Context: an optimization exercise on an open-source flow, tuned for small area, a short achievable clock period and few clock cycles. The choices shown serve that exercise and are no tape-out recipe.
Where RTL was checked, it was by simulation tests only, not by an equivalence proof against the original.
Function not checked in runs 1 and 2: the RTL went through the layout flow alone.

## config.mk

```make
export PLATFORM = sky130hd
export DESIGN_NAME = rs_dec
export DESIGN_NICKNAME = rs_dec
export VERILOG_FILES = /design/flow/design.v
export SDC_FILE = /design/flow/constraint.sdc
export NUM_CORES = 8
export LEC_CHECK = 0
export CAP_MARGIN = 20
export CORE_MARGIN = 2
export CORE_UTILIZATION = 40
export SLEW_MARGIN = 20
```

## constraint.sdc

```tcl
create_clock -name core_clock -period 12.0 [get_ports {clk}]
set_input_delay 2.4000 -clock core_clock [delete_from_list [all_inputs] [get_ports {clk}]]
set_output_delay 2.4000 -clock core_clock [all_outputs]
set_load 0.01 [all_outputs]
```

## design.v

```verilog
module rs_dec (
    input  wire       clk,
    input  wire       rst,           
    input  wire       in_valid,
    output wire       in_ready,
    input  wire [9:0] in_sym,
    output reg        err_valid,
    output reg  [9:0] err_pos,       
    output reg  [9:0] err_val,       
    output reg        done_valid,
    output reg        done_uncorr,
    output reg  [4:0] done_nerr
);
    localparam N_SYM = 544;
    localparam T2    = 30;
    localparam T     = 15;
    function [9:0] gf_mul(input [9:0] a, input [9:0] b);
        integer k;
        reg [9:0] p, s;
        begin
            p = 10'd0;
            s = a;
            for (k = 0; k < 10; k = k + 1) begin
                if (b[k]) p = p ^ s;
                s = {s[8:0], 1'b0} ^ (s[9] ? 10'h009 : 10'h000);
            end
            gf_mul = p;
        end
    endfunction
    function [9:0] alpha_pow(input integer e);
        integer k;
        reg [9:0] v;
        begin
            v = 10'd1;
            for (k = 0; k < e; k = k + 1)
                v = {v[8:0], 1'b0} ^ (v[9] ? 10'h009 : 10'h000);
            alpha_pow = v;
        end
    endfunction
    function [4:0] g32_mul(input [4:0] a, input [4:0] b);
        integer k;
        reg [4:0] p, s;
        begin
            p = 5'd0;
            s = a;
            for (k = 0; k < 5; k = k + 1) begin
                if (b[k]) p = p ^ s;
                s = {s[3:0], 1'b0} ^ (s[4] ? 5'h05 : 5'h00);
            end
            g32_mul = p;
        end
    endfunction
    function [4:0] g32_sq(input [4:0] a);
        g32_sq = g32_mul(a, a);
    endfunction
    function [4:0] g32_inv(input [4:0] a);
        case (a)
            5'd0:  g32_inv = 5'd0;   5'd1:  g32_inv = 5'd1;
            5'd2:  g32_inv = 5'd18;  5'd3:  g32_inv = 5'd28;
            5'd4:  g32_inv = 5'd9;   5'd5:  g32_inv = 5'd23;
            5'd6:  g32_inv = 5'd14;  5'd7:  g32_inv = 5'd12;
            5'd8:  g32_inv = 5'd22;  5'd9:  g32_inv = 5'd4;
            5'd10: g32_inv = 5'd25;  5'd11: g32_inv = 5'd16;
            5'd12: g32_inv = 5'd7;   5'd13: g32_inv = 5'd15;
            5'd14: g32_inv = 5'd6;   5'd15: g32_inv = 5'd13;
            5'd16: g32_inv = 5'd11;  5'd17: g32_inv = 5'd24;
            5'd18: g32_inv = 5'd2;   5'd19: g32_inv = 5'd29;
            5'd20: g32_inv = 5'd30;  5'd21: g32_inv = 5'd26;
            5'd22: g32_inv = 5'd8;   5'd23: g32_inv = 5'd5;
            5'd24: g32_inv = 5'd17;  5'd25: g32_inv = 5'd10;
            5'd26: g32_inv = 5'd21;  5'd27: g32_inv = 5'd31;
            5'd28: g32_inv = 5'd3;   5'd29: g32_inv = 5'd19;
            5'd30: g32_inv = 5'd20;  default: g32_inv = 5'd27;
        endcase
    endfunction
    function [9:0] to_col(input integer i);
        case (i)
            0: to_col = 10'b0000000001; 1: to_col = 10'b0011000001;
            2: to_col = 10'b1010010101; 3: to_col = 10'b1001000010;
            4: to_col = 10'b1110100001; 5: to_col = 10'b1111100101;
            6: to_col = 10'b0100101101; 7: to_col = 10'b1000111110;
            8: to_col = 10'b1011010111; default: to_col = 10'b1000001100;
        endcase
    endfunction
    function [9:0] from_col(input integer i);
        case (i)
            0: from_col = 10'b0000000001; 1: from_col = 10'b1101010111;
            2: from_col = 10'b1001100011; 3: from_col = 10'b0101101111;
            4: from_col = 10'b0100111010; 5: from_col = 10'b0011101101;
            6: from_col = 10'b1001010011; 7: from_col = 10'b1001010000;
            8: from_col = 10'b1110100000; default: from_col = 10'b0100001100;
        endcase
    endfunction
    function [9:0] to_comp(input [9:0] a);
        integer k;
        begin
            to_comp = 10'd0;
            for (k = 0; k < 10; k = k + 1)
                if (a[k]) to_comp = to_comp ^ to_col(k);
        end
    endfunction
    function [9:0] from_comp(input [9:0] a);
        integer k;
        begin
            from_comp = 10'd0;
            for (k = 0; k < 10; k = k + 1)
                if (a[k]) from_comp = from_comp ^ from_col(k);
        end
    endfunction
    function [9:0] comp_mul(input [9:0] a, input [9:0] b);
        reg [4:0] hh, ll, mm;
        begin
            hh = g32_mul(a[9:5], b[9:5]);
            ll = g32_mul(a[4:0], b[4:0]);
            mm = g32_mul(a[9:5] ^ a[4:0], b[9:5] ^ b[4:0]);
            comp_mul = {mm ^ ll, hh ^ ll};
        end
    endfunction
    integer i;
    genvar g;
    reg        rdy;
    reg  [9:0] icnt;             
    reg        ifirst;           
    reg        iatlast;          
    assign in_ready = rdy;
    wire take      = in_valid && rdy;
    wire snap_load = take && iatlast;
    reg  [9:0] acc  [0:T2-1];
    reg  [9:0] snap [0:T2-1];
    reg        snap_full;
    wire [9:0] syn_next [0:T2-1];
    generate
        for (g = 0; g < T2; g = g + 1) begin : g_syn
            localparam [9:0] AJ = alpha_pow(g);
            assign syn_next[g] = (ifirst ? 10'd0 : gf_mul(acc[g], AJ)) ^ in_sym;
        end
    endgenerate
    localparam BM_IDLE = 4'd0, BM_INIT = 4'd1, BM_PREP = 4'd2, BM_RUN  = 4'd3,
               BM_W1   = 4'd4, BM_W2   = 4'd5, BM_OMG  = 4'd6, BM_OW1  = 4'd7,
               BM_OW2  = 4'd8, BM_DONE = 4'd9;
    reg  [3:0] bm;
    reg  [9:0] lam [0:T];        
    reg  [9:0] bpl [0:T-1];      
    reg  [9:0] gam, del, dacc;
    reg  [4:0] L;                
    reg  [3:0] Lb;               
    reg  [4:0] m;                
    reg  [4:0] r;                
    reg  [3:0] k;                
    reg  [5:0] jb;               
    reg  [4:0] sidx;             
    reg        chg;              
    reg  [4:0] Ln;               
    reg        ovf;
    reg  [3:0] oi;               
    reg        uv, ufirst, ulast;
    reg  [3:0] ku, ui;
    reg  [9:0] la, lb;
    reg  [4:0] su;               
    reg        mv, mfirst, mlast;
    reg  [3:0] mi;
    reg  [9:0] lpr, sr;
    reg  [3:0] zidx;
    wire [9:0] lam_wd = (bm == BM_INIT) ? 10'd1 : (bm == BM_W2) ? 10'd0 : lp;
    wire [9:0] bpl_wd = (bm == BM_INIT) ? 10'd1 : (bm == BM_W2) ? 10'd0 :
                        mlast ? dacc_n : la;
    reg  [T:0]   lam_we;
    reg  [T-1:0] bpl_we;
    always @(*) begin
        for (i = 0; i <= T; i = i + 1) begin
            lam_we[i] = ((bm == BM_INIT) && i == 0) ||
                        ((bm == BM_W2) && i == zidx && {1'b0, zidx} > Ln) ||
                        (uv && i == ku);
        end
        for (i = 0; i < T; i = i + 1) begin
            bpl_we[i] = ((bm == BM_INIT) && i == 0) ||
                        ((bm == BM_W2) && i == zidx && {1'b0, zidx} >= Ln) ||
                        (uv && chg && i == ku) ||
                        (mv && mlast && i == mi);
        end
    end
    wire       jb_ok  = !jb[5] && !jb[4] && (jb[3:0] <= Lb);
    wire [9:0] lp     = gf_mul(gam, la) ^ gf_mul(del, lb);
    wire [9:0] dacc_n = (mfirst ? 10'd0 : dacc) ^ gf_mul(lpr, sr);
    wire [4:0] p_a   = r + 5'd1 - L;
    wire       p_chg = (del != 10'd0) && ({L, 1'b0} <= {1'b0, r});
    wire [4:0] p_Ln  = p_chg ? p_a : L;
    wire [5:0] p_jbc = {1'b0, p_a} - 6'd1 - {1'b0, m};
    wire [5:0] p_jbn = {1'b0, L} - 6'd1 - {1'b0, m};
    wire bm_release = (bm == BM_W2 && r == T2 - 1 && Ln == 5'd0) ||
                      (bm == BM_PREP && p_Ln > T) ||
                      (bm == BM_OW1);
    wire [9:0] icnt_n = take ? ((icnt == N_SYM - 1) ? 10'd0 : icnt + 10'd1) : icnt;
    wire       sf_n   = (snap_full && !bm_release) || snap_load;
    reg  [9:0] lt [0:T];
    reg  [9:0] ot [0:T-1];
    reg        cload;            
    reg        cbusy;
    reg  [9:0] pcnt;             
    reg        cfirst;
    reg  [4:0] cL;
    reg        covf;
    reg  [4:0] nroots;           
    reg [9:0] lam_sum, odd_sum, omg_sum;
    always @(*) begin
        lam_sum = 10'd0;
        odd_sum = 10'd0;
        omg_sum = 10'd0;
        for (i = 0; i <= T; i = i + 1) begin
            lam_sum = lam_sum ^ lt[i];
            if (i % 2 == 1) odd_sum = odd_sum ^ lt[i];
        end
        for (i = 0; i < T; i = i + 1)
            omg_sum = omg_sum ^ ot[i];
    end
    wire c_stop = cbusy && (covf || nroots == cL);
    wire c_fin  = cbusy && (c_stop || pcnt == 10'd0);
    reg        c1_v, c1_first, c1_root, c1_done;
    reg  [9:0] c1_odd, c1_omg;
    wire       c1_nr_inc = c1_root;
    wire [4:0] c1_nr     = nroots + {4'd0, c1_root};
    reg        f1_v, f1_rv, f1_dv, f1_du;
    reg  [9:0] f1_p;
    reg  [4:0] f1_n;
    reg  [9:0] f1_pos;           
    reg  [4:0] f1_cnt;           
    wire [4:0] c1_ah = c1_odd[9:5];
    wire [4:0] c1_al = c1_odd[4:0];
    wire [4:0] f1_ni = g32_inv(f1_n);
    always @(posedge clk) begin
        if (take)
            for (i = 0; i < T2; i = i + 1) acc[i] <= syn_next[i];
        if (snap_load)
            for (i = 0; i < T2; i = i + 1) snap[i] <= syn_next[i];
        la  <= (k <= L) ? lam[k] : 10'd0;
        lb  <= jb_ok ? bpl[jb[3:0]] : 10'd0;
        su  <= sidx;
        ku  <= k;
        ui  <= oi;
        mi  <= ui;
        lpr <= lp;
        sr  <= snap[su];
        for (i = 0; i <= T; i = i + 1)
            if (lam_we[i]) lam[i] <= lam_wd;
        for (i = 0; i < T; i = i + 1)
            if (bpl_we[i]) bpl[i] <= bpl_wd;
        if (mv) dacc <= dacc_n;
        for (i = 0; i <= T; i = i + 1)
            lt[i] <= cload ? lam[i]
                           : gf_mul(lt[i], alpha_pow((1023 - i) % 1023));
        for (i = 0; i < T; i = i + 1)
            ot[i] <= cload ? bpl[i]
                           : gf_mul(ot[i], alpha_pow((1023 - i) % 1023));
        c1_odd <= to_comp(odd_sum);
        c1_omg <= to_comp(omg_sum);
        f1_p <= comp_mul(c1_omg, {c1_ah, c1_ah ^ c1_al});
        f1_n <= g32_sq(c1_ah) ^ g32_mul(c1_ah, c1_al) ^ g32_sq(c1_al);
        f1_du <= covf || (c1_nr != cL);
        if (c1_first)
            f1_pos <= N_SYM - 1;
        else if (c1_v)
            f1_pos <= f1_pos - 10'd1;
        err_val     <= from_comp({g32_mul(f1_p[9:5], f1_ni), g32_mul(f1_p[4:0], f1_ni)});
        err_pos     <= f1_pos;
        done_uncorr <= f1_du;
        done_nerr   <= f1_cnt;
        case (bm)
            BM_INIT: begin
                L   <= 5'd0;
                Lb  <= 4'd0;
                m   <= 5'd0;
                gam <= 10'd1;
                r   <= 5'd0;
                del <= snap[0];
                ovf <= 1'b0;
                zidx <= 4'd1;
                chg <= 1'b0;
            end
            BM_PREP: begin
                chg  <= p_chg;
                Ln   <= p_Ln;
                k    <= p_Ln[3:0];
                jb   <= p_chg ? p_jbc : p_jbn;
                sidx <= p_chg ? L : p_a;
                if (p_Ln > T) ovf <= 1'b1;
            end
            BM_RUN: begin
                k    <= k - 4'd1;
                jb   <= jb - 6'd1;
                sidx <= sidx + 5'd1;
            end
            BM_W2: begin
                del  <= dacc_n;
                r    <= r + 5'd1;
                zidx <= (zidx == 4'd15) ? 4'd1 : zidx + 4'd1;
                if (chg) begin
                    Lb  <= L[3:0];
                    L   <= Ln;
                    m   <= 5'd0;
                    gam <= del;
                end else begin
                    m <= m + 5'd1;
                end
                if (r == T2 - 1) begin
                    gam  <= 10'd1;
                    chg  <= 1'b0;
                    jb   <= 6'h3F;
                    k    <= 4'd0;
                    oi   <= 4'd0;
                    sidx <= 5'd0;
                end
            end
            BM_OMG: begin
                if (k == oi) begin
                    oi   <= oi + 4'd1;
                    k    <= 4'd0;
                    sidx <= {1'b0, oi} + 5'd1;
                end else begin
                    k    <= k + 4'd1;
                    sidx <= sidx - 5'd1;
                end
            end
            default: ;
        endcase
        if (rst) begin
            rdy       <= 1'b1;
            icnt      <= 10'd0;
            ifirst    <= 1'b1;
            iatlast   <= 1'b0;
            snap_full <= 1'b0;
            bm        <= BM_IDLE;
            uv        <= 1'b0;
            ufirst    <= 1'b0;
            ulast     <= 1'b0;
            mv        <= 1'b0;
            mfirst    <= 1'b0;
            mlast     <= 1'b0;
            cload     <= 1'b0;
            cbusy     <= 1'b0;
            cfirst    <= 1'b0;
            nroots    <= 5'd0;
            c1_v <= 1'b0; c1_first <= 1'b0; c1_root <= 1'b0; c1_done <= 1'b0;
            f1_v <= 1'b0; f1_rv <= 1'b0; f1_dv <= 1'b0;
            err_valid  <= 1'b0;
            done_valid <= 1'b0;
            f1_cnt     <= 5'd0;
        end else begin
            if (take) begin
                icnt    <= icnt_n;
                ifirst  <= iatlast;
                iatlast <= (icnt == N_SYM - 2);
            end
            rdy <= (icnt_n != N_SYM - 1) || !sf_n;
            if (snap_load) snap_full <= 1'b1;
            else if (bm_release) snap_full <= 1'b0;
            uv     <= 1'b0;
            ufirst <= 1'b0;
            ulast  <= 1'b0;
            mv     <= uv && (bm == BM_OMG || bm == BM_OW1 || r != T2 - 1);
            mfirst <= ufirst;
            mlast  <= ulast;
            case (bm)
                BM_IDLE: if (snap_full) bm <= BM_INIT;
                BM_INIT: bm <= BM_PREP;
                BM_PREP: bm <= (p_Ln > T) ? BM_DONE : BM_RUN;
                BM_RUN: begin
                    uv     <= 1'b1;
                    ufirst <= (k == Ln[3:0]);
                    if (k == 4'd0) bm <= BM_W1;
                end
                BM_W1: bm <= BM_W2;
                BM_W2: begin
                    if (r == T2 - 1)
                        bm <= (Ln == 5'd0) ? BM_DONE : BM_OMG;
                    else
                        bm <= BM_PREP;
                end
                BM_OMG: begin
                    uv     <= 1'b1;
                    ufirst <= (k == 4'd0);
                    ulast  <= (k == oi);
                    if (k == oi && {1'b0, oi} == L - 5'd1) bm <= BM_OW1;
                end
                BM_OW1: bm <= BM_OW2;
                BM_OW2: bm <= BM_DONE;
                default: if (cload) bm <= snap_full ? BM_INIT : BM_IDLE;
            endcase
            cload  <= (bm == BM_DONE) && !cload && (!cbusy || c_fin);
            cfirst <= cload;
            if (cload) begin
                cbusy <= 1'b1;
                pcnt  <= N_SYM - 1;
                cL    <= L;
                covf  <= ovf;
            end else if (c_fin) begin
                cbusy <= 1'b0;
            end else if (cbusy) begin
                pcnt <= pcnt - 10'd1;
            end
            c1_v     <= cbusy;
            c1_first <= cfirst;
            c1_root  <= cbusy && !c_stop && (lam_sum == 10'd0);
            c1_done  <= c_fin;
            if (c1_done) nroots <= 5'd0;
            else         nroots <= c1_nr;
            f1_v <= c1_v; f1_rv <= c1_root; f1_dv <= c1_done;
            err_valid  <= f1_rv;
            done_valid <= f1_dv;
            f1_cnt     <= (f1_dv ? 5'd0 : f1_cnt) + {4'd0, c1_root};
        end
    end
endmodule
```

## flow/run.sh

```bash
#!/bin/bash
# Standard ORFS layout (the standard.sh, unchanged synthesis), with
# repair_timing asked for extra setup margin and larger clock-tree clusters.
bash standard.sh SETUP_SLACK_MARGIN=8.5 CTS_CLUSTER_SIZE=22 CTS_CLUSTER_DIAMETER=60 finish > standard.log 2>&1
```

## standard.sh

```bash
#!/bin/bash
# synth_recipe.tcl (not shown) runs the flow's synth.tcl, then flattens the netlist and writes it again
# the make line also repeats each setting of config.mk as NAME=value (left out here)
make -C /OpenROAD-flow-scripts/flow DESIGN_CONFIG=/design/flow/config.mk WORK_HOME=/design/flow/orfs CLKGATE_MAP_FILE= SYNTH_SCRIPT=/design/flow/synth_recipe.tcl "${@:-finish}"
```

==> flow_summary.ini, run 1 <==
[run_status]
status = timing/DRC/antenna clean

[logic_synthesis]
ys_seq_area_share_pct = 54.34
ys_warn_count = 7
ys_ff_latch = 1489
synth_nets = 6550
yosysTopAreaCellShare_pct = 41.74
yosysUniqueCellTypes = 81
synthesis.area_um2 = 73730
synth_area_per_cell_um2 = 11.41
synthTopCellsByArea = edfxtp_1 (42%), xnor2_1 (13%), dfxtp_1 (13%)
synth_top_area_cell = edfxtp_1
synth_cells = 6462
synth-edff-count = 1025
synthFlopType = edfxtp_1
synthArstFlopShare_pct = 0

[worst_setup_path]
startpoint = rdy
crit_type = reg2out
rrSetupSlack_ps = 8600
critPathArrivalTime_ps = 1250
max_stage_delay_ps = 350
reg2reg_depth = 8
cp-start-kind = flip-flop
endpoint_kind = primary output
worstReg2RegEnd = lam[6][5]
worstPathBufferInverterCount = 1
cp_slowest_cell = dfxtp_4
crit_cells = 1
critPathTopFamily = flip-flops
r2r-start = del[5]
crit_end = in_ready
required_ps = 9600
crit_fanout = 2
crit_chain = buf_6

[floorplan]
die_area_um2 = 187800
die_h_um = 433.3
pin_count = 42
die_w_um = 433.3
core_um2 = 183100
initial_core_util_pct = 40.27
rows = 157

[global_route]
grt_max_degree = 196
grt_pass1_wl_um = 323100
grt.busiest_layer = met2
grt_pass1_vias = 47481
overflow = 0
use_met3_pct = 2.849
met1_usage_pct = 30.42
globalRouteTotalUtil_pct = 23.18
antenna_found_initial = 2
met2_usage_pct = 38.21

[sta]
max_slew.worst_pin.slew_ps = 1165
clock.fmax_ghz = 0.2740
rsz0062_at_grt = true
post-route-period-util_pct = 30.41
slew_headroom_pct = 22.30
drv_slew = 0
setup_viol = 0
setup_tns_ps = 0
fin_crit_ps = 3650
finalHoldViolCount = 0
skew_ps = 32.28

[drt]
drc = 0
vias = 48959
viasPerCell = 5.473
postRouteAntennaNets = 0
postRouteWirelength_um = 222100
first_iter_violations = 5548
drt-pass1-iter-count = 9
wl_per_cell_um = 24.83

[placed_design]
portBuffers = 41
place_congestion = 0.9786
hpwl_um = 150200

[layout]
areaGrowthSynthToFinish_pct = 10.29
layout-drive-gt1-share_pct = 9.769
layout.nets = 6468

[min_path]
hp-class = reg2reg

[clocking]
cts_buffer_depth = 3
clk_latency_ps = 800
cts_max_level = 3
clkSinkCount = 1489
cts_tree = yes
clkTransAtPathRegs_ps = 80
cts_buffers = 114
root_buffer = clkbuf_16

[job]
drv_cap = 0
how the worst min path moves through the flow:
stage	start	endpoint	slack, ps	cells past startpoint
2_1_floorplan	f1_du	done_uncorr	310	0
3_3_place_gp	ui[3]	mi[3]	320	0
3_5_place_dp	ui[0]	mi[0]	310	0
4_1_cts	ui[0]	mi[0]	330	0
5_1_grt	ui[0]	mi[0]	340	0
6_report	ui[0]	mi[0]	330	0
per-stage QoR:
stage	instance area (µm²)	setup slack, ps	instances	hold slack, ps	util, %
2_1_floorplan	73780	4295	6462	309.6	-
3_3_place_gp	76640	6333	8695	315.7	41.86
3_5_place_dp	76670	6323	8695	312.1	41.88
4_1_cts	81070	8287	8926	331.4	44.28
5_1_grt	81320	8310	8944	340.3	44.42
6_report	81320	8350	8945	332.0	44.42
cell type report:
type / instances / area (µm²)
multi-input combinational: 4522 / 32180
tap: 2464 / 3083
inverter: 91 / 346.6
clock buffer: 122 / 2955
antenna: 1 / 2.502
timing repair buffer: 162 / 1404
clock inverter: 94 / 1251
sequential: 1489 / 40100
fill: 17086 / 101800
layout by cell type, fill, tap and decap left out, drive strengths merged, types with 25 or more instances in the layout:
cell type,count
a22oi,104
mux2i,56
xnor2,1086
a22o,30
a211oi,30
nor3,54
nor2,438
a221oi,53
o22ai,53
and3,25
buf,158
edfxtp,1025
clkinv,44
nand2,668
nor2b,67
a222oi,29
mux2,172
nand2b,114
nand3,84
xor2,668
clkbuf,123
o21ai,269
dfxtp,464
inv,128
nand4,38
a21oi,157
ha,72
registers in the layout, summed over array words and instances (netlist names), 150 cells and up:
| register | flops |
|---|---|
| acc | 300 |
| bpl | 150 |
| lam | 160 |
| lt | 160 |
| ot | 150 |
| snap | 300 |
cells by family (layout without fill, tap and decap cells):
| kind of cell | after synthesis | in the layout | share of synthesized area (%) |
|---|---|---|---|
| fa+ha+maj | 75 | 75 | 1.303 |
| buf+inv | 453 | 469 | 2.393 |
| mux | 234 | 234 | 3.575 |
| flops | 1489 | 1489 | 54.34 |
| compound gates | 891 | 891 | 7.974 |
| simple gates | 1562 | 1564 | 9.331 |
| other cells | 0 | 1 | 0 |
| xor+xnor | 1758 | 1758 | 21.08 |
synth_stat cells, types with 6 or more instances:
cell / count
and2_1: 11
mux2i_1: 56
dfxtp_1: 464
a2111oi_0: 6
o21ai_0: 268
clkbuf_1: 302
xor2_1: 668
buf_1: 29
nand4_1: 38
a21o_1: 15
o22ai_1: 53
ha_1: 72
a22o_1: 30
xnor2_2: 7
and3_1: 23
or3_1: 16
a221o_1: 6
nand3b_1: 9
nor2b_1: 66
nand3_1: 84
mux2_2: 172
a221oi_1: 53
nor3b_1: 7
nor4_1: 11
buf_2: 24
edfxtp_1: 1025
a21oi_1: 157
a222oi_1: 29
or2_2: 9
a22oi_1: 104
a31oi_1: 22
a32o_1: 7
nor2_1: 438
nand2b_1: 114
inv_1: 89
xnor2_1: 1077
o211ai_1: 10
nand2_1: 668
o221ai_1: 24
a211oi_1: 28
a32oi_1: 22
o22a_1: 16
nor3_1: 54
per-layer routing:
metal,share of wire [%],wire length [µm]
met5,0.0050,11
met4,5.2,11500
met3,6.4,14330
met2,47,105500
met1,41,90810
repair_timing:
item,in CTS,in global routing
gates cloned,6,1
gates resized for setup,146,19
hold buffers,0,0
setup buffers,9,15
pin swaps,3,1
setup endpoints to repair,791,227
==> run 2, diff against run 1 <==
==> flow/run.sh (replaced) <==
#!/bin/bash
# Standard ORFS layout (the standard.sh, unchanged synthesis), with
# repair_timing asked for extra setup margin so paths end well inside the
# clock period. The tools' output goes to standard.log in this folder.
bash standard.sh SETUP_SLACK_MARGIN=8.5 finish > standard.log 2>&1
==> flow_summary.ini, run 2 <==
[global_route]
globalRouteTotalUtil_pct = 23.40
grt_pass1_wl_um = 325900
overflow = 0
grt_pass1_vias = 48152
grt_max_degree = 196
antenna_found_initial = 1

[worst_setup_path]
crit_type = reg2out
crit_chain = buf_6
required_ps = 9600
worstPathBufferInverterCount = 1
cp-start-kind = flip-flop
critPathArrivalTime_ps = 1270
endpoint_kind = primary output
crit_fanout = 2
critPathTopFamily = flip-flops
rrSetupSlack_ps = 8580
cp_slowest_cell = dfxtp_4
max_stage_delay_ps = 340

[clocking]
clk_latency_ps = 830
cts_buffer_depth = 3
cts_max_level = 4
cts_tree = yes
clkSinkCount = 1489
clkTransAtPathRegs_ps = 60
cts_buffers = 164
root_buffer = clkbuf_16

[sta]
setup_viol = 0
max_slew.worst_pin.slew_ps = 1192
setup_tns_ps = 0
fin_crit_ps = 3667
skew_ps = 44.90
post-route-period-util_pct = 30.56
clock.fmax_ghz = 0.2727
fin_ws_ps = 8333
finalHoldViolCount = 0
drv_slew = 0
rsz0062_at_grt = true
slew_headroom_pct = 20.53

[floorplan]
die_area_um2 = 187800
pin_count = 42
core_um2 = 183100
initial_core_util_pct = 40.27
die_h_um = 433.3
rows = 157
die_w_um = 433.3

[drt]
drc = 0
drt-pass1-iter-count = 8
first_iter_violations = 5471
postRouteWirelength_um = 223800
wl_per_cell_um = 24.77
viasPerCell = 5.468
postRouteAntennaNets = 0
vias = 49395

[layout]
layout_common_cells = xnor2_1 (1077), edfxtp_1 (1025), nand2_1 (667)
final_common_cell = xnor2_1
regArea_um2 = 40100
multi_input_area_um2 = 32180
areaGrowthSynthToFinish_pct = 12.04
biggestRegsByFlops = acc (300), snap (300)
fillers = 16990
final_area_um2 = 82620
layout.nets = 6515
layout-drive-gt1-share_pct = 10.41

[logic_synthesis]
synth-compound-area-share_pct = 7.974
synthTopCellsByArea = edfxtp_1 (42%), xnor2_1 (13%), dfxtp_1 (13%)
yosysTopAreaCellShare_pct = 41.74
synth_nets = 6550
synthArstFlopShare_pct = 0
synth-xor-area-share_pct = 21.08
synth-simple-area-share_pct = 9.331
ys_warn_count = 7
yosys-top-cells-count = xnor2_1 (1077), edfxtp_1 (1025), nand2_1 (668), xor2_1 (668), dfxtp_1 (464)
synthFlopType = edfxtp_1
synth_area_per_cell_um2 = 11.41
ys_ff_latch = 1489
ys_seq_area_share_pct = 54.34
synthesis.area_um2 = 73730
synth-edff-count = 1025
synth_cells = 6462
synthMostInstantiatedCell = xnor2_1
yosysUniqueCellTypes = 81
synth_top_family_by_area = XOR/XNOR gates
synth_top_area_cell = edfxtp_1
synthMuxAreaShare_pct = 3.575
synth_adder_area_share_pct = 1.303

[placed_design]
placed_area_um2 = 76670
hpwl_um = 150200
dp_slack_ps = 6323
portBuffers = 41
place_congestion = 0.9786

[min_path]
hp-class = reg2reg

[run_status]
status = timing/DRC/antenna clean

[job]
drv_cap = 0
[run 2: cell counts after synthesis]
No cell type changed its count.
[run 2: layer usage]
metal	track usage [%]	vias up	routed length [µm]
li1	-	22358	-
met1	30.49	24517	91340
met2	38.52	2073	106600
met3	3.431	447	14920
met4	10.57	0	10860
met5	0	-	0
[run 2: kinds of logic after synthesis]
group                      after synthesis
DFF                                   1489
AOI/OAI and AO/OA                      891
xor gates and xnor gates              1758
adders and majority gates               75
muxes                                  234
and+or+nand+nor                       1562
buffers and inverters                  453
[run 2: stage by stage]
stage	hold WS, ps	std cells	util, %
floorplan	309.6	6462	-
global route	333.7	9032	45.12
detailed placement	312.1	8695	41.88
finish	326.1	9033	45.13
CTS	325.3	9017	45.00
global placement	315.7	8695	41.86
[run 2: area by class of cell]
| type | count | share of cell area [%] |
|---|---|---|
| sequential | 1489 | 48.54 |
| multi-input combinational | 4522 | 38.95 |
| clock buffer | 209 | 5.451 |
| tap | 2464 | 3.732 |
| timing repair buffer | 159 | 1.652 |
| clock inverter | 98 | 1.256 |
| inverter | 91 | 0.4195 |
| antenna | 1 | 0.003029 |
[run 2: timing repair]
| action | 4_1_cts | 5_1_grt |
|---|---|---|
| hold buffers | 0 | 0 |
| gates resized for setup | 142 | 23 |
| cloned | 6 | 1 |
| pin swaps | 3 | 1 |
| setup endpoints to repair | 779 | 222 |
| buffers inserted | 9 | 13 |
[run 2: final timing paths]
kind | start | to | depth (start not counted)
worst min-delay path | ui[0] | mi[0] | 0
worst min register to register | ui[0] | mi[0] | 0
worst max-delay path | rdy | in_ready | 1
worst max register to register | del[5] | lam[10][3] | 7
==> run 3, diff against run 2 <==
--- a/design.v
+++ b/design.v
@@ -248,7 +248,5 @@
         for (i = 0; i <= T; i = i + 1)
-            lt[i] <= cload ? lam[i]
-                           : gf_mul(lt[i], alpha_pow((1023 - i) % 1023));
+            lt[i] <= cload ? lam[i] : gf_mul(lt[i], alpha_pow(T - i));
         for (i = 0; i < T; i = i + 1)
-            ot[i] <= cload ? bpl[i]
-                           : gf_mul(ot[i], alpha_pow((1023 - i) % 1023));
+            ot[i] <= cload ? bpl[i] : gf_mul(ot[i], alpha_pow(T - i));
         c1_odd <= to_comp(odd_sum);
==> flow/run.sh (replaced) <==
#!/bin/bash
# Standard ORFS layout (the standard.sh, unchanged synthesis), with
# repair_timing asked for extra setup margin and larger clock-tree clusters.
bash standard.sh SETUP_SLACK_MARGIN=8.5 CTS_CLUSTER_SIZE=30 CTS_CLUSTER_DIAMETER=50 finish > standard.log 2>&1
==> flow_summary.ini, run 3 <==
[floorplan]
core_um2 = 182900
initial_core_util_pct = 40.25
die_area_um2 = 187500
die_w_um = 433.0
die_h_um = 433.0
pin_count = 42
rows = 157

[logic_synthesis]
synth_top_area_cell = edfxtp_1
ys_warn_count = 7
synth-edff-count = 1015
synth_nets = 6577
synthFlopType = edfxtp_1
synth_area_per_cell_um2 = 11.34
yosys-top-cells-count = xnor2_1 (1181), edfxtp_1 (1015), nand2_1 (704)
synthesis.area_um2 = 73610
synthArstFlopShare_pct = 0
ys_seq_area_share_pct = 54.30
synthTopCellsByArea = edfxtp_1 (41%), xnor2_1 (14%), dfxtp_1 (13%)
synth_cells = 6489
yosysTopAreaCellShare_pct = 41.41
synthMostInstantiatedCell = xnor2_1
ys_ff_latch = 1489
yosysUniqueCellTypes = 84

[sta]
clock.fmax_ghz = 0.2706
slew_headroom_pct = 21.89
fin_crit_ps = 3695
max_slew.worst_pin.slew_ps = 1169
setup_viol = 0
finalHoldViolCount = 0
rsz0062_at_grt = true
setup_tns_ps = 0
skew_ps = 58.84
fin_ws_ps = 8305
post-route-period-util_pct = 30.79
drv_slew = 0

[layout]
layout_common_cells = xnor2_1 (1178), edfxtp_1 (1015), nand2_1 (702)
biggestRegsByFlops = acc (300), snap (300)
layout-drive-gt1-share_pct = 10.27
fin_util_pct = 44.99
stdcell_count = 9010
areaGrowthSynthToFinish_pct = 11.78
layout.nets = 6510
final_common_cell = xnor2_1
fillers = 16798

[run_status]
status = timing/DRC/antenna clean

[global_route]
overflow = 0
antenna_found_initial = 2
grt_pass1_vias = 47603
grt_pass1_wl_um = 320500
grt_max_degree = 238
globalRouteTotalUtil_pct = 22.98

[min_path]
min_to = mi[3]
min_from = ui[3]
hp-class = reg2reg
hold_depth = 0

[placed_design]
place_congestion = 0.9658
dp.cells = 8709
dp_slack_ps = 6459
hpwl_um = 148400
portBuffers = 41

[worst_setup_path]
endpoint_kind = primary output
required_ps = 9600
reg2reg_depth = 8
crit_fanout = 2
cp_slowest_cell = dfxtp_4
worstPathBufferInverterCount = 1
critPathTopFamily = flip-flops
r2r-start = gam[6]
crit_chain = buf_6
cp-start-kind = flip-flop
worstReg2RegEnd = lam[12][5]
crit_type = reg2out
rrSetupSlack_ps = 8540
max_stage_delay_ps = 360
critPathArrivalTime_ps = 1300

[drt]
vias = 49146
first_iter_violations = 5815
postRouteWirelength_um = 219400
postRouteAntennaNets = 0
wl_per_cell_um = 24.36
viasPerCell = 5.455
drc = 0
drt-pass1-iter-count = 8

[job]
drv_cap = 0

[clocking]
root_buffer = clkbuf_16
clk_latency_ps = 840
clkTransAtPathRegs_ps = 80
cts_tree = yes
cts_buffer_depth = 3
cts_max_level = 4
holdBufCountCts = 0
cts_buffers = 149
clkSinkCount = 1489
run 3: changes by cell type in the layout (fill, tap and decap cells not counted), sizes merged, moves of 33 or more:
cell / change
inv: +47
xor2: -84
o21ai: +46
nand2: +37
clkbuf: -46
xnor2: +96
a21oi: -33
run 3: how the worst max path moves through the flow:
stage	end	slack, ps	cells after the start	startpoint
global placement	snap[28][6]	6500	4	in_valid
floorplan	rdy	6820	3	in_valid
CTS	in_ready	8240	1	rdy
finish	in_ready	8300	1	rdy
detailed placement	snap[24][9]	6460	4	in_valid
global route	in_ready	8250	1	rdy
run 3: kinds of logic after synthesis:
family	after synthesis	synth area share (%)
XOR/XNOR	1774	21.32
AND/OR/NAND/NOR	1589	9.518
multiplexers	187	2.869
adder cells (fa/ha/maj)	75	1.305
flip-flops	1489	54.30
buffers and inverters	467	2.471
AO/OA/AOI/OAI	908	8.215
run 3: repair_timing:
action,CTS,global route
resized for setup,153,26
buffers inserted,2,18
cloned,3,2
pin swaps,2,4
setup endpoints to repair,649,367
run 3: final cells by class:
| cell class | count | area [µm²] | area share (%) |
|---|---|---|---|
| Clock buffer | 161 | 3900 | 4.740 |
| Sequential cell | 1489 | 40000 | 48.62 |
| Antenna cell | 1 | 2.502 | 0.003041 |
| Inverter | 90 | 364.1 | 0.4425 |
| Tap cell | 2464 | 3083 | 3.747 |
| Timing Repair Buffer | 156 | 1284 | 1.560 |
| Clock inverter | 113 | 1455 | 1.768 |
| Multi-Input combinational cell | 4534 | 32160 | 39.08 |
| Timing Repair inverter | 2 | 32.53 | 0.03954 |
run 3: layer usage:
metal | up-vias | global-route usage (%) | routed length (µm)
li1 | 22376 | - | -
met1 | 24359 | 30.94 | 92320
met2 | 2004 | 37.25 | 102700
met3 | 407 | 3.624 | 15770
met4 | 0 | 8.678 | 8696
met5 | - | 0 | 0
run 3: metrics by stage:
step	hold slack (ps)	instance area (µm²)
floorplan	309.6	73710
global placement	317.8	76510
detailed placement	318.6	76540
CTS	312.7	81940
global route	318.1	82280
finish	309.5	82280
run 3: worst register-to-register path, cell delays in order (launching register included):
cell      delay [ps]
edfxtp_1         810
xor2_1           450
nand2_1          120
xor2_1           210
xnor2_1          190
xnor2_1          160
xnor2_1          160
xnor2_1          500
and2_2           590
Testbench counts of run 3, summed over its fixed seeds: cycles 108,530.
==> run 4, diff against run 3 <==
==> flow/run.sh (replaced) <==
#!/bin/bash
# Standard ORFS layout (the standard.sh, unchanged synthesis), with
# repair_timing asked for extra setup margin and larger clock-tree clusters.
bash standard.sh SETUP_SLACK_MARGIN=8.5 CTS_CLUSTER_SIZE=22 CTS_CLUSTER_DIAMETER=60 finish > standard.log 2>&1
==> flow_summary.ini, run 4 <==
[floorplan]
die_h_um = 433.0
die_w_um = 433.0
rows = 157
pin_count = 42
die_area_um2 = 187500
initial_core_util_pct = 40.25
core_um2 = 182900

[layout]
stdcell_count = 8969
areaGrowthSynthToFinish_pct = 10.64
diodes = 0
layout_common_cells = xnor2_1 (1178), edfxtp_1 (1015), nand2_1 (702)
final_common_cell = xnor2_1
biggestRegsByFlops = acc (300), snap (300)
layout-drive-gt1-share_pct = 9.716
layout.nets = 6488

[logic_synthesis]
synth-edff-count = 1015
synth_area_per_cell_um2 = 11.34
ys_warn_count = 7
synthTopCellsByArea = edfxtp_1 (41%), xnor2_1 (14%), dfxtp_1 (13%)
yosysUniqueCellTypes = 84
yosysTopAreaCellShare_pct = 41.41
synthArstFlopShare_pct = 0
ys_ff_latch = 1489
ys_seq_area_share_pct = 54.30
synthFlopType = edfxtp_1
synthesis.area_um2 = 73610
yosys-top-cells-count = xnor2_1 (1181), edfxtp_1 (1015), nand2_1 (704)
synth_nets = 6577
synth_top_area_cell = edfxtp_1
synth_cells = 6489
synthMostInstantiatedCell = xnor2_1

[worst_setup_path]
r2r-start = del[9]
max_stage_delay_ps = 360
rrSetupSlack_ps = 8510
required_ps = 9600
cp-start-kind = flip-flop
reg2reg_depth = 8
worstReg2RegEnd = lam[1][5]
startpoint = rdy
critPathArrivalTime_ps = 1280
crit_end = in_ready
worstPathBufferInverterCount = 1
critPathTopFamily = flip-flops
crit_type = reg2out
cp_slowest_cell = dfxtp_4
crit_chain = buf_6
crit_fanout = 2
endpoint_kind = primary output
crit_cells = 1

[sta]
finalHoldViolCount = 0
max_slew.worst_pin.slew_ps = 1179
skew_ps = 81.41
setup_viol = 0
clock.fmax_ghz = 0.2715
post-route-period-util_pct = 30.70
setup_tns_ps = 0
holdWs_ps = 341.7
fin_crit_ps = 3683
drv_slew = 0
slew_headroom_pct = 21.21
rsz0062_at_grt = true

[global_route]
overflow = 0
globalRouteTotalUtil_pct = 22.78
grt_pass1_vias = 47117
antenna_found_initial = 2
grt_max_degree = 238
grt_pass1_wl_um = 318300

[clocking]
holdBufCountCts = 0
cts_buffers = 119
cts_max_level = 3
root_buffer = clkbuf_16
clk_latency_ps = 820
cts_tree = yes
cts_buffer_depth = 3
clkTransAtPathRegs_ps = 80
clkSinkCount = 1489

[drt]
viasPerCell = 5.442
vias = 48806
first_iter_violations = 5883
drc = 0
wl_per_cell_um = 24.36
drt-pass1-iter-count = 9
postRouteWirelength_um = 218500
postRouteAntennaNets = 0

[placed_design]
dp.cells = 8709
place_congestion = 0.9658
hpwl_um = 148400
portBuffers = 41

[min_path]
hp-class = reg2reg

[job]
drv_cap = 0

[run_status]
status = timing/DRC/antenna clean
==> run 4: cell counts after synthesis <==
Identical to the previous run, type by type.
==> run 4: cells by family (layout without fill, tap and decap cells) <==
logic type | count (synthesis) | after routing | share of synthesized area, %
xor gates and xnor gates | 1774 | 1774 | 21.32
adders and majority gates | 75 | 75 | 1.305
muxes | 187 | 187 | 2.869
DFF | 1489 | 1489 | 54.30
buffers and inverters | 467 | 482 | 2.471
AOI/OAI and AO/OA | 908 | 908 | 8.215
and+or+nand+nor | 1589 | 1590 | 9.518
==> run 4: how the worst min path moves through the flow <==
stage              start            to  slack, ps  cells after the start
2_1_floorplan      f1_du   done_uncorr        310                      0
3_3_place_gp       ui[3]         mi[3]        320                      0
3_5_place_dp       ui[2]         mi[2]        320                      0
4_1_cts        f1_cnt[0]  done_nerr[0]        350                      0
5_1_grt            ui[1]         mi[1]        350                      0
6_report           ui[0]         mi[0]        340                      0
==> run 4: timing repair <==
action | CTS | global route
resized for setup | 154 | 25
pin swaps | 3 | 3
gates cloned | 3 | 1
setup buffers | 9 | 21
endpoints found under the setup margin | 669 | 246
==> run 4: metal layers <==
metal  GRT usage, %  routed length [µm]  vias to the layer above
met5              0                  13                        -
met3          3.134               15380                      399
met4          8.799                9315                        2
met1          30.86               91550                    24130
li1               -                   -                    22270
met2          36.94              102200                     2005
==> run 4: worst reg2reg max path, cell delays in order (launching register included) <==
cell and delay, ps:
edfxtp_1 760, xor2_1 480, nand2_1 130, xnor2_1 210
xnor2_1 160, xnor2_1 160, xnor2_1 170, xnor2_1 530
and2_2 580
==> run 4: through the flow <==
step | util [%] | setup slack (ps) | cell area (µm²)
global route | 44.53 | 8262 | 81450
finish | 44.53 | 8317 | 81450
CTS | 44.34 | 8247 | 81100
global placement | 41.83 | 6496 | 76510
floorplan | - | 6816 | 73710
detailed placement | 41.85 | 6459 | 76540
==> run 4: layout make-up <==
cell class | instances | area [µm²]
Timing Repair Buffer | 164 | 1345
Clock buffer | 128 | 3095
Multi-Input combinational cell | 4534 | 32170
Fill cell | 16886 | 101400
Tap cell | 2464 | 3083
Timing Repair inverter | 2 | 32.53
Sequential cell | 1489 | 40000
Inverter | 90 | 364.1
Clock inverter | 98 | 1351
==> run 5, diff against run 4 <==
==> flow/run.sh (replaced) <==
#!/bin/bash
# Standard ORFS layout (the standard.sh, unchanged synthesis), with
# repair_timing asked for extra setup margin, larger clock-tree clusters and
# a denser core.
bash standard.sh SETUP_SLACK_MARGIN=8.5 CTS_CLUSTER_SIZE=22 CTS_CLUSTER_DIAMETER=60 CORE_UTILIZATION=80 PLACE_DENSITY=0.85 finish > standard.log 2>&1
==> flow_summary.ini, run 5 <==
[global_route]
grt_pass1_wl_um = 319300
antenna_found_initial = 3
grt_max_degree = 113
grt_pass1_vias = 51317
overflow = 0
globalRouteTotalUtil_pct = 45.65

[clocking]
clk_latency_ps = 730
cts_buffer_depth = 3
cts_max_level = 3
clkTransAtPathRegs_ps = 80
cts_tree = yes
root_buffer = clkbuf_16
clkSinkCount = 1489
cts_buffers = 99

[sta]
max_slew.worst_pin.slew_ps = 1201
setup_viol = 0
clock.fmax_ghz = 0.2790
slew_headroom_pct = 19.92
rsz0062_at_grt = true
skew_ps = 34.62
finalHoldViolCount = 0
drv_slew = 0
post-route-period-util_pct = 29.87
fin_crit_ps = 3585
setup_tns_ps = 0

[logic_synthesis]
yosys-top-cells-count = xnor2_1 (1181), edfxtp_1 (1015), nand2_1 (704)
synth-edff-count = 1015
yosysTopAreaCellShare_pct = 41.41
synth_area_per_cell_um2 = 11.34
ys_warn_count = 7
ys_ff_latch = 1489
synthTopCellsByArea = edfxtp_1 (41%), xnor2_1 (14%), dfxtp_1 (13%)
synth_top_area_cell = edfxtp_1
synth_nets = 6577
synthFlopType = edfxtp_1
synthMostInstantiatedCell = xnor2_1
ys_seq_area_share_pct = 54.30
synthArstFlopShare_pct = 0
synthesis.area_um2 = 73610
synth_cells = 6489
yosysUniqueCellTypes = 84

[placed_design]
portBuffers = 41
hpwl_um = 143600
place_congestion = 1.026

[worst_setup_path]
max_stage_delay_ps = 350
crit_end = in_ready
required_ps = 9600
r2r-start = su[0]
worstReg2RegEnd = sr[7]
crit_type = reg2out
rrSetupSlack_ps = 8470
reg2reg_depth = 9
cp-start-kind = flip-flop
endpoint_kind = primary output
crit_cells = 1
critPathArrivalTime_ps = 1180
crit_fanout = 2
worstPathBufferInverterCount = 1
critPathTopFamily = flip-flops
crit_chain = buf_6
startpoint = rdy
cp_slowest_cell = dfxtp_4

[floorplan]
die_h_um = 307.3
core_um2 = 91390
die_w_um = 307.3
die_area_um2 = 94460
initial_core_util_pct = 80.55
rows = 111
pin_count = 42

[layout]
layout_common_cells = xnor2_1 (1178), edfxtp_1 (1015), nand2_1 (702)
layout-drive-gt1-share_pct = 9.097
areaGrowthSynthToFinish_pct = 7.268
final_common_cell = xnor2_1
biggestRegsByFlops = acc (300), snap (300)
layout.nets = 6470

[run_status]
status = timing/DRC/antenna clean

[drt]
drt-pass1-iter-count = 12
drc = 0
vias = 52483
wl_per_cell_um = 28.44
postRouteAntennaNets = 0
viasPerCell = 6.860
first_iter_violations = 8912
postRouteWirelength_um = 217600

[min_path]
hp-class = reg2reg

[job]
drv_cap = 0
[run 5: layout make-up]
| type | instances | area [µm²] |
|---|---|---|
| diodes | 1 | 2.502 |
| clock buffers | 120 | 2661 |
| clock inverters | 63 | 828.3 |
| fillers | 4442 | 12420 |
| inverters | 90 | 367.9 |
| multi-input cells | 4535 | 32170 |
| flip-flops and latches | 1489 | 40000 |
| well taps | 1186 | 1484 |
| repair buffers | 165 | 1411 |
| repair inverters | 2 | 32.53 |
[run 5: how the worst min path moves through the flow]
| stage | startpoint | endpoint | slack (ps) | cells past startpoint |
|---|---|---|---|---|
| finish | ui[1] | mi[1] | 330 | 0 |
| global route | ui[3] | mi[3] | 330 | 0 |
| global placement | f1_du | done_uncorr | 310 | 0 |
| floorplan | f1_du | done_uncorr | 310 | 0 |
| detailed placement | ui[1] | mi[1] | 310 | 0 |
| CTS | ui[1] | mi[1] | 330 | 0 |
[run 5: per-stage QoR]
| stage | utilization [%] | instance area (µm²) | worst slack [ps] | std cells | hold WS (ps) |
|---|---|---|---|---|---|
| global route | 86.40 | 78960 | 8396 | 7650 | 334.0 |
| detailed placement | 81.88 | 74830 | 6066 | 7427 | 314.3 |
| finish | 86.41 | 78960 | 8415 | 7651 | 333.3 |
| floorplan | - | 73710 | 6816 | 6489 | 309.6 |
| global placement | 81.85 | 74800 | 6080 | 7425 | 313.3 |
| CTS | 85.95 | 78540 | 8387 | 7621 | 332.8 |
[run 5: routing by layer]
| metal | up-vias | wire [µm] | track usage (%) |
|---|---|---|---|
| li1 | 22203 | - | - |
| met1 | 24872 | 71360 | 55.78 |
| met2 | 4303 | 99920 | 73.09 |
| met3 | 1101 | 25760 | 8.430 |
| met4 | 4 | 20550 | 33.84 |
| met5 | - | 20 | 0 |
[run 5: logic make-up after synthesis]
| family | after synthesis | share of synthesized area (%) |
|---|---|---|
| AO/OA/AOI/OAI | 908 | 8.215 |
| XOR/XNOR | 1774 | 21.32 |
| adder cells (fa/ha/maj) | 75 | 1.305 |
| buffers and inverters | 467 | 2.471 |
| flip-flops | 1489 | 54.30 |
| multiplexers | 187 | 2.869 |
| AND/OR/NAND/NOR | 1589 | 9.518 |
[run 5: timing repair]
| action | in CTS | in global routing |
|---|---|---|
| resized for setup | 171 | 23 |
| pin swaps | 4 | 6 |
| endpoints found under the setup margin | 546 | 312 |
| hold buffers | 0 | 0 |
| gates cloned | 6 | 0 |
| buffers inserted | 5 | 26 |
==> run 6, diff against run 5 <==
==> flow/run.sh (replaced) <==
#!/bin/bash
# Standard ORFS layout (the standard.sh, unchanged synthesis), with
# repair_timing asked for extra setup margin, larger clock-tree clusters and
# a denser core.
bash standard.sh SETUP_SLACK_MARGIN=8.5 CTS_CLUSTER_SIZE=22 CTS_CLUSTER_DIAMETER=60 CORE_UTILIZATION=75 PLACE_DENSITY=0.8 finish > standard.log 2>&1
==> flow_summary.ini, run 6 <==
[worst_setup_path]
crit_chain = buf_6
required_ps = 9600
max_stage_delay_ps = 330
cp-start-kind = flip-flop
cp_slowest_cell = dfxtp_2
crit_type = reg2out
worstPathBufferInverterCount = 1
critPathTopFamily = flip-flops
endpoint_kind = primary output
crit_fanout = 1
rrSetupSlack_ps = 8500
critPathArrivalTime_ps = 1180

[clocking]
root_buffer = clkbuf_16
cts_tree = yes
cts_buffer_depth = 3
clk_latency_ps = 740
clkSinkCount = 1489
cts_max_level = 3
clkTransAtPathRegs_ps = 80
cts_buffers = 108

[floorplan]
die_h_um = 317.3
rows = 114
initial_core_util_pct = 75.89
core_um2 = 96990
die_w_um = 317.3
die_area_um2 = 100700
pin_count = 42

[sta]
fin_crit_ps = 3582
setup_tns_ps = 0
drv_slew = 0
setup_viol = 0
max_slew.worst_pin.slew_ps = 1144
fin_ws_ps = 8418
finalHoldViolCount = 0
holdWs_ps = 325.8
clock.fmax_ghz = 0.2792
rsz0062_at_grt = true
slew_headroom_pct = 23.75
post-route-period-util_pct = 29.85
skew_ps = 43.52

[layout]
areaGrowthSynthToFinish_pct = 7.559
final_common_cell = xnor2_1
layout.nets = 6460
layout_common_cells = xnor2_1 (1179), edfxtp_1 (1015), nand2_1 (702)
layout-drive-gt1-share_pct = 9.077
biggestRegsByFlops = acc (300), snap (300)

[placed_design]
dp_slack_ps = 6715
place_congestion = 1.056
hpwl_um = 141400
portBuffers = 41

[logic_synthesis]
synth_area_per_cell_um2 = 11.34
ys_ff_latch = 1489
yosysUniqueCellTypes = 84
synth_cells = 6489
synth_top_area_cell = edfxtp_1
synthFlopType = edfxtp_1
synth_nets = 6577
synth-edff-count = 1015
synthArstFlopShare_pct = 0
ys_seq_area_share_pct = 54.30
synthTopCellsByArea = edfxtp_1 (41%), xnor2_1 (14%), dfxtp_1 (13%)
synthesis.area_um2 = 73610
yosysTopAreaCellShare_pct = 41.41
yosys-top-cells-count = xnor2_1 (1181), edfxtp_1 (1015), nand2_1 (704)
synthMostInstantiatedCell = xnor2_1
ys_warn_count = 7

[drt]
postRouteWirelength_um = 210800
postRouteAntennaNets = 0
vias = 51010
drt-pass1-iter-count = 8
viasPerCell = 6.587
first_iter_violations = 7938
drc = 0
wl_per_cell_um = 27.23

[global_route]
grt_max_degree = 98
antenna_found_initial = 2
grt_pass1_vias = 48720
globalRouteTotalUtil_pct = 41.64
overflow = 0
grt_pass1_wl_um = 308700

[min_path]
hp-class = reg2reg

[job]
drv_cap = 0

[run_status]
status = timing/DRC/antenna clean
==> run 6: logic make-up after synthesis <==
kind of cell    count (synthesis)  share of synthesized area, %
fa+ha+maj                      75                         1.305
xor+xnor                     1774                         21.32
compound gates                908                         8.215
mux                           187                         2.869
buf+inv                       467                         2.471
flops                        1489                         54.30
simple gates                 1589                         9.518
==> run 6: worst register-to-register path, delay by kind of cell (launching register included) <==
family / cells / cell delay (ps)
DFF: 1 / 330
AOI/OAI and AO/OA: 2 / 560
and+or+nand+nor: 5 / 2210
buffers and inverters: 1 / 340
==> run 6: repair_timing <==
action,4_1_cts,5_1_grt
setup endpoints to repair,598,222
pin swaps,3,2
setup buffers,4,3
resized for setup,164,23
gates cloned,8,0
hold buffers,0,0
==> run 6: final timing paths <==
path,from,cells past startpoint,endpoint
setup / recovery,done_uncorr,1,done_uncorr
hold reg to reg,ui[3],0,mi[3]
setup reg to reg,su[0],8,sr[7]
hold / removal,ui[3],0,mi[3]
==> run 6: metal layers <==
metal | vias to the layer above | wire length, µm | GRT usage, %
met5 | - | 28 | 0
met4 | 4 | 17310 | 27.75
met3 | 778 | 22840 | 7.565
met2 | 3545 | 97220 | 66.39
met1 | 24459 | 73450 | 52.40
li1 | 22224 | - | -
==> run 6: per-stage QoR <==
| step | instances | util [%] | area (µm²) |
|---|---|---|---|
| after global routing | 7743 | 81.63 | 79170 |
| after global placement | 7521 | 77.34 | 75020 |
| after CTS | 7739 | 81.48 | 79030 |
| final | 7744 | 81.63 | 79180 |
| after detailed placement | 7522 | 77.35 | 75030 |
| after floorplan | 6489 | - | 73710 |
==> run 6: area by class of cell <==
class / count / area [µm²]
flip-flops and latches: 1489 / 40010
clock inverters: 85 / 944.7
repair inverters: 3 / 48.80
clock buffers: 120 / 2799
repair buffers: 147 / 1321
well taps: 1276 / 1597
multi-input cells: 4533 / 32090
diodes: 1 / 2.502
fillers: 5541 / 17820
inverters: 90 / 364.1
==> run 7, diff against run 6 <==
==> flow/run.sh (replaced) <==
#!/bin/bash
# Standard ORFS layout (the standard.sh, unchanged synthesis), with
# repair_timing asked for extra setup margin, larger clock-tree clusters and
# a denser core.
bash standard.sh SETUP_SLACK_MARGIN=8.3 CTS_CLUSTER_SIZE=22 CTS_CLUSTER_DIAMETER=60 CORE_UTILIZATION=65 finish > standard.log 2>&1
==> flow_summary.ini, run 7 <==
[global_route]
grt_pass1_vias = 48038
grt.busiest_layer = met2
use_met3_pct = 4.857
antenna_found_initial = 3
grt_pass1_wl_um = 312000
overflow = 0
met1_usage_pct = 47.12
grt_max_degree = 238
met2_usage_pct = 58.56
globalRouteTotalUtil_pct = 36.12

[logic_synthesis]
synthArstFlopShare_pct = 0
yosysTopAreaCellShare_pct = 41.41
synthesis.area_um2 = 73610
yosysUniqueCellTypes = 84
ys_seq_area_share_pct = 54.30
synth_cells = 6489
ys_ff_latch = 1489
synth_top_area_cell = edfxtp_1
synthFlopType = edfxtp_1
ys_warn_count = 7
synth-edff-count = 1015
synth_area_per_cell_um2 = 11.34
synth_nets = 6577
synthTopCellsByArea = edfxtp_1 (41%), xnor2_1 (14%), dfxtp_1 (13%)
yosys-top-cells-count = xnor2_1 (1181), edfxtp_1 (1015), nand2_1 (704)
synthMostInstantiatedCell = xnor2_1

[sta]
rsz0062_at_grt = true
skew_ps = 34.85
setup_viol = 0
fin_ws_ps = 8335
setup_tns_ps = 0
slew_headroom_pct = 22.09
max_slew.worst_pin.slew_ps = 1169
post-route-period-util_pct = 30.54
finalHoldViolCount = 0
fin_crit_ps = 3665
clock.fmax_ghz = 0.2728
drv_slew = 0

[layout]
layout.nets = 6472
layout-drive-gt1-share_pct = 8.890
areaGrowthSynthToFinish_pct = 8.111
biggestRegsByFlops = acc (300), snap (300)
final_common_cell = xnor2_1
layout_common_cells = xnor2_1 (1180), edfxtp_1 (1015), nand2_1 (703)

[clocking]
holdBufCountCts = 0
clkTransAtPathRegs_ps = 80
root_buffer = clkbuf_16
clk_latency_ps = 740
cts_max_level = 3
cts_buffer_depth = 3
cts_buffers = 112
cts_tree = yes
clkSinkCount = 1489

[worst_setup_path]
critPathTopFamily = flip-flops
required_ps = 9600
cp-start-kind = flip-flop
cp_slowest_cell = dfxtp_1
crit_chain = clkdlybuf4s15_2
critPathArrivalTime_ps = 1270
crit_fanout = 1
endpoint_kind = primary output
crit_type = reg2out
worstPathBufferInverterCount = 1
max_stage_delay_ps = 310

[drt]
postRouteAntennaNets = 0
first_iter_violations = 6432
drc = 0
viasPerCell = 6.200
vias = 49485
postRouteWirelength_um = 212000
wl_per_cell_um = 26.56
drt-pass1-iter-count = 9

[floorplan]
die_area_um2 = 116000
rows = 123
die_w_um = 340.5
die_h_um = 340.5
initial_core_util_pct = 65.52
pin_count = 42
core_um2 = 112300

[placed_design]
hpwl_um = 145500
dp_slack_ps = 6007
place_congestion = 0.9885
portBuffers = 41

[job]
drv_cap = 0

[min_path]
hp-class = reg2reg

[run_status]
status = timing/DRC/antenna clean
run 7: changes by cell type in the layout (fill, tap and decap cells not counted), sizes merged:
cell | previous run | this run
clkdlybuf4s18 | 0 | 1
diode | 1 | 2
and3 | 20 | 22
clkinvlp | 11 | 3
bufbuf | 3 | 0
inv | 130 | 143
buf | 142 | 135
clkbuf | 121 | 124
clkdlybuf4s15 | 1 | 14
clkinv | 33 | 31
run 7: worst paths after layout:
check                                start     endpoint  depth (start not counted)  slack, ps
worst min-delay path                 f1_du  done_uncorr                          0        330
worst min register to register       f1_du  done_uncorr                          0        330
worst max register to register      del[6]   lam[14][6]                          8       8390
worst max-delay path            err_pos[1]   err_pos[1]                          1       8330
run 7: metal layers:
layer | part of all wire (%) | vias up
met2 | 47 | 2470
met1 | 38 | 24224
met5 | 0 | -
met4 | 6.7 | 0
met3 | 8.5 | 546
li1 | - | 22245
run 7: cells by family (layout without fill, tap and decap cells):
kind of cell    after synthesis  count (layout)  synth area share [%]
fa+ha+maj                    75              75                 1.305
simple gates               1589            1591                 9.518
other cells                   0               2                     0
mux                         187             187                 2.869
compound gates              908             908                 8.215
xor+xnor                   1774            1774                 21.32
flops                      1489            1489                 54.30
buf+inv                     467             455                 2.471
run 7: repair_timing:
action,4_1_cts,5_1_grt
buffers inserted,2,6
gates resized for setup,106,22
cloned,3,0
endpoints found under the setup margin,473,197
pin swaps,1,5
run 7: area by class of cell:
type / instances / area (µm²)
inverter: 90 / 364.1
antenna: 2 / 5.005
timing repair buffer: 155 / 1264
clock buffer: 119 / 2882
timing repair inverter: 1 / 16.27
sequential: 1489 / 39990
tap: 1500 / 1877
multi-input combinational: 4535 / 32060
clock inverter: 90 / 1125
fill: 8104 / 32760
run 7: through the flow:
stage | hold WS, ps | area [µm²] | cells | util (%)
after detailed placement | 313.8 | 75350 | 7758 | 67.07
after CTS | 325.8 | 79470 | 7972 | 70.74
final | 330.4 | 79580 | 7981 | 70.84
after global placement | 310.4 | 75350 | 7758 | 67.07
after floorplan | 309.6 | 73690 | 6489 | -
after global routing | 324.1 | 79580 | 7979 | 70.83
==> run 8, diff against run 7 <==
==> flow/run.sh (replaced) <==
#!/bin/bash
# Standard ORFS layout (the standard.sh, unchanged synthesis), with
# repair_timing asked for extra setup margin, larger clock-tree clusters and
# a denser core.
bash standard.sh SETUP_SLACK_MARGIN=8.7 CTS_CLUSTER_SIZE=22 CTS_CLUSTER_DIAMETER=60 CORE_UTILIZATION=65 finish > standard.log 2>&1
==> flow_summary.ini, run 8 <==
[run_status]
status = timing/DRC/antenna clean

[global_route]
grt_pass1_wl_um = 313500
antenna_found_initial = 0
globalRouteTotalUtil_pct = 36.49
grt_pass1_vias = 47380
overflow = 0
grt_max_degree = 238

[worst_setup_path]
reg2reg_depth = 8
r2r-start = su[3]
crit_fanout = 2
crit_type = reg2out
worstPathBufferInverterCount = 1
cp_slowest_cell = dfxtp_4
endpoint_kind = primary output
required_ps = 9600
critPathArrivalTime_ps = 1180
max_stage_delay_ps = 350
crit_cells = 1
crit_chain = buf_6
cp-start-kind = flip-flop
startpoint = rdy
critPathTopFamily = flip-flops

[logic_synthesis]
yosysTopAreaCellShare_pct = 41.41
ys_ff_latch = 1489
synthArstFlopShare_pct = 0
ys_seq_area_share_pct = 54.30
yosysUniqueCellTypes = 84
synthesis.area_um2 = 73610
synth-edff-count = 1015
synth_area_per_cell_um2 = 11.34
synthMostInstantiatedCell = xnor2_1
ys_warn_count = 7
synth_nets = 6577
synthTopCellsByArea = edfxtp_1 (41%), xnor2_1 (14%), dfxtp_1 (13%)
synth_cells = 6489
yosys-top-cells-count = xnor2_1 (1181), edfxtp_1 (1015), nand2_1 (704)
synth_top_area_cell = edfxtp_1
synthFlopType = edfxtp_1

[sta]
setup_viol = 0
max_slew.worst_pin.slew_ps = 1277
post-route-period-util_pct = 29.87
fin_crit_ps = 3584
rsz0062_at_grt = true
drv_slew = 0
slew_headroom_pct = 14.24
finalHoldViolCount = 0
clock.fmax_ghz = 0.2790
setup_tns_ps = 0
skew_ps = 25.42
holdWs_ps = 330.2

[floorplan]
die_area_um2 = 116000
pin_count = 42
initial_core_util_pct = 65.52
die_w_um = 340.5
die_h_um = 340.5
rows = 123
core_um2 = 112300

[drt]
wl_per_cell_um = 26.74
vias = 49811
postRouteWirelength_um = 214000
drt-pass1-iter-count = 9
viasPerCell = 6.224
postRouteAntennaNets = 0
first_iter_violations = 6767
drc = 0

[layout]
diodes = 0
layout-drive-gt1-share_pct = 9.965
layout_common_cells = xnor2_1 (1176), edfxtp_1 (1015), nand2_1 (702)
biggestRegsByFlops = acc (300), snap (300)
areaGrowthSynthToFinish_pct = 8.990
final_common_cell = xnor2_1
layout.nets = 6496

[clocking]
clkSinkCount = 1489
cts_tree = yes
clk_latency_ps = 740
root_buffer = clkbuf_16
cts_buffer_depth = 3
cts_max_level = 3
clkTransAtPathRegs_ps = 70
cts_buffers = 111

[min_path]
min_from = ui[0]
hp-class = reg2reg
hold_depth = 0

[placed_design]
hpwl_um = 144900
place_congestion = 0.9979
portBuffers = 41

[job]
drv_cap = 0
run 8: cell counts after synthesis:
No cell type changed its count.
run 8: area by class of cell:
type	instances	area, µm²
well taps	1500	1877
repair inverters	2	32.53
clock inverters	87	1141
repair buffers	180	1624
multi-input cells	4534	32230
fillers	8138	32120
inverters	90	369.1
flip-flops and latches	1489	40020
clock buffers	121	2942
run 8: final timing paths:
check / to / slack [ps]
worst max-delay path: in_ready / 8420
worst min-delay path: mi[0] / 330
worst max register to register: sr[4] / 8640
worst min register to register: mi[0] / 330
run 8: cell families after synthesis:
group,after synthesis,share of synthesized area [%]
simple gates,1589,9.518
xor+xnor,1774,21.32
compound gates,908,8.215
mux,187,2.869
buf+inv,467,2.471
fa+ha+maj,75,1.305
flops,1489,54.30
run 8: what timing repair did:
item | in CTS | in global routing
setup endpoints to repair | 762 | 388
hold buffers | 0 | 0
pin swaps | 8 | 4
gates cloned | 9 | 0
resized for setup | 176 | 35
buffers inserted | 27 | 15
run 8: per-stage QoR:
| stage | setup WS, ps | util, % | instances | instance area (µm²) |
|---|---|---|---|---|
| 2_1_floorplan | 6816 | - | 6489 | 73780 |
| 3_3_place_gp | 6311 | 66.99 | 7739 | 75260 |
| 3_5_place_dp | 6318 | 67.03 | 7742 | 75310 |
| 4_1_cts | 8368 | 71.16 | 7986 | 79940 |
| 5_1_grt | 8375 | 71.41 | 8003 | 80230 |
| 6_report | 8416 | 71.41 | 8003 | 80230 |
run 8: layer usage:
metal / track usage, % / vias up / part of all wire [%]
met1: 48.04 / 24332 / 38
met5: 0 / - / 0
met2: 59.10 / 2603 / 47
met4: 19.69 / 0 / 6.5
li1: - / 22303 / -
met3: 4.919 / 573 / 8.4

-- re-timing with driven ports --
How much do the figures lean on ideal ports? The routed layouts below were timed once more, with nothing changed but the port constraints.
Step 1 (the two cells are an assumption about what drives the block):
set clk [get_ports {clk}]
set_driving_cell -lib_cell sky130_fd_sc_hd__clkbuf_16 $clk
set_driving_cell -lib_cell sky130_fd_sc_hd__buf_2 [delete_from_list [all_inputs] $clk]
Step 2, shift: input delay + t, output delay - t, t = (earliest + latest rising clock arrival at the registers) / 2. This alone moves slack from input paths to output paths.
Slacks: ideal ports / drivers / drivers and shift; pairs: ideal ports / drivers.
run	shift t [ns]	slack for setup (ns)	hold slack, ns	worst data-port slew with drivers (ns)
run 1	0.871	8.350 / 8.264 / 7.661	0.332 / 0.332 / 0.332	0.04
run 2	0.893	8.333 / 8.246 / 7.705	0.326 / 0.326 / 0.326	0.03
run 3	0.899	8.305 / 8.219 / 7.663	0.309 / 0.309 / 0.309	0.05
run 4	0.871	8.317 / 8.230 / 7.693	0.342 / 0.342 / 0.342	0.05
run 5	0.801	8.415 / 8.333 / 7.895	0.333 / 0.333 / 0.333	0.04
run 6	0.799	8.418 / 8.339 / 7.850	0.326 / 0.326 / 0.326	0.03
run 7	0.812	8.335 / 8.253 / 7.583	0.330 / 0.330 / 0.330	0.03
run 8	0.804	8.416 / 8.336 / 7.963	0.330 / 0.330 / 0.330	0.03
After both steps every run listed still meets setup and hold. For run 7, which loses most, drivers alone change the setup slack by -0.082 ns; drivers and shift together by -0.752 ns.
